This design comes from an exercise in tuning for small area, a short achievable clock period and few clock cycles per item on the open sky130 flow, not from production work.
Only simulation tests tie the RTL to the original design; equivalence was not proved.

== main ==
==> flow/design.v (excerpt) <==
module sv_force_lane (
    input  wire        clk,
    input  wire        rst,           
    input  wire        start,         
    input  wire        first,         
    output reg         ready,
    output reg         done,
    input  wire        vel_valid,
    input  wire [19:0] v_cmd,
    input  wire [19:0] v_act,
    input  wire [19:0] aff,
    input  wire [19:0] inj_f,
    input  wire [19:0] k_m,
    input  wire        obs_en,
    input  wire [3:0]  bq_en,
    input  wire [3:0]  ash,
    input  wire [19:0] flim_pos,
    input  wire [19:0] flim_neg,
    input  wire [19:0] kvp_m,
    input  wire [4:0]  kvp_sh,
    input  wire [19:0] kvi_m,
    input  wire [4:0]  kvi_sh,
    input  wire [19:0] kaw_m,
    input  wire [4:0]  kaw_sh,
    input  wire [19:0] km_m,
    input  wire [4:0]  km_sh,
    input  wire [19:0] kob_m,
    input  wire [4:0]  kob_sh,
    input  wire [19:0] koc_m,
    input  wire [4:0]  koc_sh,
    input  wire [19:0] kaf_m,
    input  wire [4:0]  kaf_sh,
    input  wire [19:0] foff,
    input  wire [79:0] bq_b0,
    input  wire [79:0] bq_b1,
    input  wire [79:0] bq_b2,
    input  wire [79:0] bq_a1,
    input  wire [79:0] bq_a2,
    output reg  [19:0] f_out,
    output reg  [19:0] f_sum,
    output reg  [19:0] u_out,
    output reg  [19:0] y_bq,
    output reg  [19:0] d_hat,
    output reg  [39:0] i_vel,
    output reg  [11:0] flags          
);
    localparam [3:0] P_R1 = 4'd0, P_I1 = 4'd1, P_I2 = 4'd2, P_D1 = 4'd3, P_D2 = 4'd4,
                     P_U1 = 4'd5, P_BQ = 4'd6, P_F1 = 4'd7, P_F2 = 4'd8, P_F3 = 4'd9,
  ...
Size: roughly 6900 cells after synthesis, ~640 flip-flops, ~900 I/O pins, about 0.052 mm^2 of cells after synthesis.
==> flow/config.mk <==
export PLATFORM = sky130hd
export DESIGN_NAME = sv_force_lane
export DESIGN_NICKNAME = sv_force_lane
export VERILOG_FILES = /design/flow/design.v
export SDC_FILE = /design/flow/constraint.sdc
export NUM_CORES = 4
export LEC_CHECK = 0
export ABC_AREA = 1
export CAP_MARGIN = 20
export CORE_MARGIN = 2
export CORE_UTILIZATION = 40
export CTS_CLUSTER_DIAMETER = 120
export CTS_CLUSTER_SIZE = 20
export PLACE_DENSITY = 0.6
export SLEW_MARGIN = 20
==> flow/constraint.sdc <==
create_clock -name core_clock -period 30.0 [get_ports {clk}]
set_input_delay 6.0000 -clock core_clock [delete_from_list [all_inputs] [get_ports {clk}]]
set_output_delay 6.0000 -clock core_clock [all_outputs]
set_load 0.01 [all_outputs]
standard.sh (not shown) runs the stock make flow with config.mk's settings and CLKGATE_MAP_FILE= SYNTH_SCRIPT=/design/flow/synth_recipe.tcl, a recipe that flattens the netlist after the stock synthesis.
==> flow/flow/run.sh <==
#!/bin/bash
# The standard layout flow (standard.sh: standard synthesis, floorplan, placement, CTS,
# routing) with two changes in how the layout is made:
#  - the buffers the flow puts on every input and output port are the smallest plain buffer
#    cell rather than the cell buffer_ports picks by default;
#  - ORFS's repair_timing aims for 22.6 ns of setup slack at the design's 30 ns clock (the
#    constraints are unchanged), so it sizes the logic for a ~7.4 ns cycle.
# make's full output goes to standard_flow.log; each tool's own log is under orfs/logs/.
set -euo pipefail
export BUFFER_PORTS_ARGS="-buffer_cell sky130_fd_sc_hd__buf_1"
export SETUP_SLACK_MARGIN=22.6
bash standard.sh > standard_flow.log 2>&1
main ended with every stage complete and zero timing, DRC or antenna violations.
Testbench counts of main, summed over its fixed seeds: cycles 180,127, items 8,000.
What the feature branch does differently from main at the input level:
--- a/flow/design.v
+++ b/flow/design.v
@@ -812,12 +812,13 @@
     reg        first_q, obs_q, vv_q, hold_q, foffnz_q, injnz_q;
     reg [19:0] v_cmd_q, v_act_q;
     reg [3:0]  ash_q;
     reg [19:0] up_q, lo_q;            
     reg        capup_q, caplo_q;      
     wire [20:0] w = {f_out[19], f_out} - {f_sum[19], f_sum};
+    wire        w_nz = (f_out != f_sum);
     reg [19:0] f_out2, v_act_prev;
     reg        seen_vv;
     reg [3:0]  en1, en2;              
     reg [19:0] s1_1, s1_2, s1_3;
     reg [19:0] s2_0, s2_1, s2_2, s2_3, s2_4;
     reg [19:0] op_a;
@@ -834,29 +835,35 @@
     wire        rs_sat;
     svl_round_sat u_rs (.acc(acc), .ovf(sovf), .dir(sdir), .q(rs_q), .sat(rs_sat));
     wire        i_hi   = sovf ? !sdir : !acc[47] && (acc[46:39] != 8'd0);
     wire        i_lo   = sovf ?  sdir :  acc[47] && (acc[46:39] != 8'hFF);
     wire [39:0] i_clmp = i_hi ? 40'h7F_FFFF_FFFF : i_lo ? 40'h80_0000_0000 : acc[39:0];
     wire signed [20:0] ev_diff = $signed({v_cmd_q[19], v_cmd_q}) - $signed({v_act_q[19], v_act_q});
-    wire               ev_hi   = ev_diff > 21'sd524287;
-    wire               ev_lo   = ev_diff < -21'sd524288;
+    wire               ev_hi   = !ev_diff[20] &&  ev_diff[19];
+    wire               ev_lo   =  ev_diff[20] && !ev_diff[19];
     wire        [19:0] ev_q    = !vv_q ? 20'd0 : ev_hi ? 20'h7FFFF : ev_lo ? 20'h80000 : ev_diff[19:0];
     wire               evsat_q = vv_q && (ev_hi || ev_lo);
     wire               vneg_q  = v_act_q[19];
     wire               vnz_q   = (v_act_q != 20'd0);
     wire signed [20:0] dv_q    = $signed({v_act_q[19], v_act_q}) - $signed({v_act_prev[19], v_act_prev});
-    wire signed [35:0] dv_sh   = $signed({{15{dv_q[20]}}, dv_q}) <<< ash_q;
-    wire        [19:0] a_est   = (dv_sh > 36'sd524287)  ? 20'h7FFFF :
-                                 (dv_sh < -36'sd524288) ? 20'h80000 : dv_sh[19:0];
+    wire        [19:0] dv_eq   = dv_q[19:0] ~^ {20{dv_q[20]}};
+    reg         [19:0] dv_run;                   
+    integer            r;
+    always @* begin
+        dv_run[19] = dv_eq[19];
+        for (r = 18; r >= 0; r = r - 1) dv_run[r] = dv_run[r + 1] & dv_eq[r];
+    end
+    wire               a_fit   = (ash_q <= 4'd15) && dv_run[5'd19 - {1'b0, ash_q}];
+    wire        [19:0] dv_shl  = dv_q[19:0] << ash_q;
+    wire        [19:0] a_est   = a_fit ? dv_shl : dv_q[20] ? 20'h80000 : 20'h7FFFF;
     wire obs_in  = obs_en && vel_valid && seen_vv && !first;
     wire vnz_in  = (v_act != 20'd0);
     wire [19:0] S1 [0:4];
     wire [19:0] S2 [0:4];
     assign S1[0] = u_out; assign S1[1] = s1_1; assign S1[2] = s1_2; assign S1[3] = s1_3; assign S1[4] = y_bq;
     assign S2[0] = s2_0;  assign S2[1] = s2_1; assign S2[2] = s2_2; assign S2[3] = s2_3; assign S2[4] = s2_4;
-    wire        in_bq = busy && (pc == P_BQ);
     wire [3:0]  bkh   = 4'd1 << bk;
     wire [4:0]  bsh   = 5'd1 << bs;
     reg  [19:0] coef_k, st_k;
     integer q;
     always @* begin
         coef_k = 20'd0;
@@ -893,12 +900,13 @@
     reg [1:0]  bk_n;
     reg [2:0]  bs_n;
     reg [2:0]  nb;
     wire [3:0] after_f1 = foffnz_q ? P_F2 : obs_q ? P_F3 : injnz_q ? P_F4 : P_END;
     wire [3:0] after_f2 = obs_q ? P_F3 : injnz_q ? P_F4 : P_END;
     wire [3:0] after_f3 = injnz_q ? P_F4 : P_END;
+    wire [19:0] dhat_f   = (bq_en == 4'd0 && !foffnz_q) ? rs_q : d_hat;
     always @* begin
         f_v = 1'b0; f_neg = 1'b0; f_tf = 1'b0;
         f_a = 20'd0; f_b = 21'd0; f_sh = 5'd1;
         f_base = B_ACC; f_wb = W_NONE; f_lo = 3'd0;
         pc_n = pc; bk_n = bk; bs_n = bs; nb = 3'd4;
         if (!busy) begin
@@ -910,13 +918,15 @@
                 P_R1: begin   
                     f_v = 1'b1; f_a = km_m; f_b = {a_est[19], a_est}; f_sh = km_sh;
                     f_neg = 1'b1; f_base = B_FOUT2; pc_n = P_I1;
                 end
                 P_I1: begin   
                     f_v = 1'b1; f_a = kvi_m; f_b = {ev_q[19], ev_q}; f_sh = kvi_sh;
-                    f_base = B_IVEL; pc_n = P_I2;
+                    f_base = B_IVEL;
+                    if (obs_q || w_nz) pc_n = P_I2;
+                    else begin f_wb = W_I; pc_n = P_U1; end
                 end
                 P_I2: begin   
                     f_v = 1'b1; f_a = kaw_m; f_b = w; f_sh = kaw_sh;
                     f_wb = W_I; pc_n = obs_q ? P_D1 : P_U1;
                 end
                 P_D1: begin   
@@ -956,13 +966,13 @@
                 P_F2: begin   
                     f_v = 1'b1; f_a = 20'h40000; f_b = {foff[19], foff}; f_sh = 5'd1;
                     pc_n = after_f2;
                     if (after_f2 == P_END) f_wb = W_FS;
                 end
                 P_F3: begin   
-                    f_v = 1'b1; f_a = koc_m; f_b = {d_hat[19], d_hat}; f_sh = koc_sh;
+                    f_v = 1'b1; f_a = koc_m; f_b = {dhat_f[19], dhat_f}; f_sh = koc_sh;
                     f_neg = 1'b1; pc_n = after_f3;
                     if (after_f3 == P_END) f_wb = W_FS;
                 end
                 P_F4: begin   
                     f_v = 1'b1; f_a = 20'h40000; f_b = {inj_f[19], inj_f}; f_sh = 5'd1;
                     f_wb = W_FS; pc_n = P_END;
--- outcome ---
- The higher wire length of the first global-routing pass came out of the feature branch.
- Setup slack in the feature branch is smaller than in main.
- Final routed wirelength across all metal layers | the feature branch above main
- Of main and the feature branch, main shows the lower summed area of non-filler cells in the final layout, with the feature branch above it.
- For area after synthesis, main and the feature branch come out practically identical.
- Delta (the feature branch minus main): mean instance size in the synthesized netlist moved up.
- The number of global-route vias before repair reported for the feature branch is greater than that of main by 753.
- The feature branch against main: clock latency of the later-clocked register in the worst-skew pair level, final-layout clock-cell area share closely matched the old numbers, global-route track usage on met2 went up.
Testbench counts of the feature branch, summed over its fixed seeds: cycles 177,286, items 8,000.

==> separate check: timing with driven ports <==
No port has a modelled driver above. Below, the same layouts with a new extraction and two added sets of constraints.
Step 1: set_driving_cell puts a clkbuf_16 on clk and a buf_2 on each other input, an assumption about the parent block.
Step 2 also shifts input and output timing later by t, the mid clock arrival at the registers, as if the neighbouring blocks saw the same clock.
a / b / c = ideal / step 1 / step 2; a / b = the first two.
| run | t, ns | setup WS [ns] | worst slew at a driven data input, ns | cell pins on the clock port's net |
|---|---|---|---|---|
| main | 0.727 | 22.527 / 22.516 / 21.861 | 0.21 | 1 |
| the feature branch | 0.742 | 22.485 / 22.495 / 21.801 | 0.23 | 1 |
After both steps every run listed still meets setup and hold. For the feature branch, which loses most, drivers alone change the setup slack by +0.010 ns; drivers and shift together by -0.684 ns.
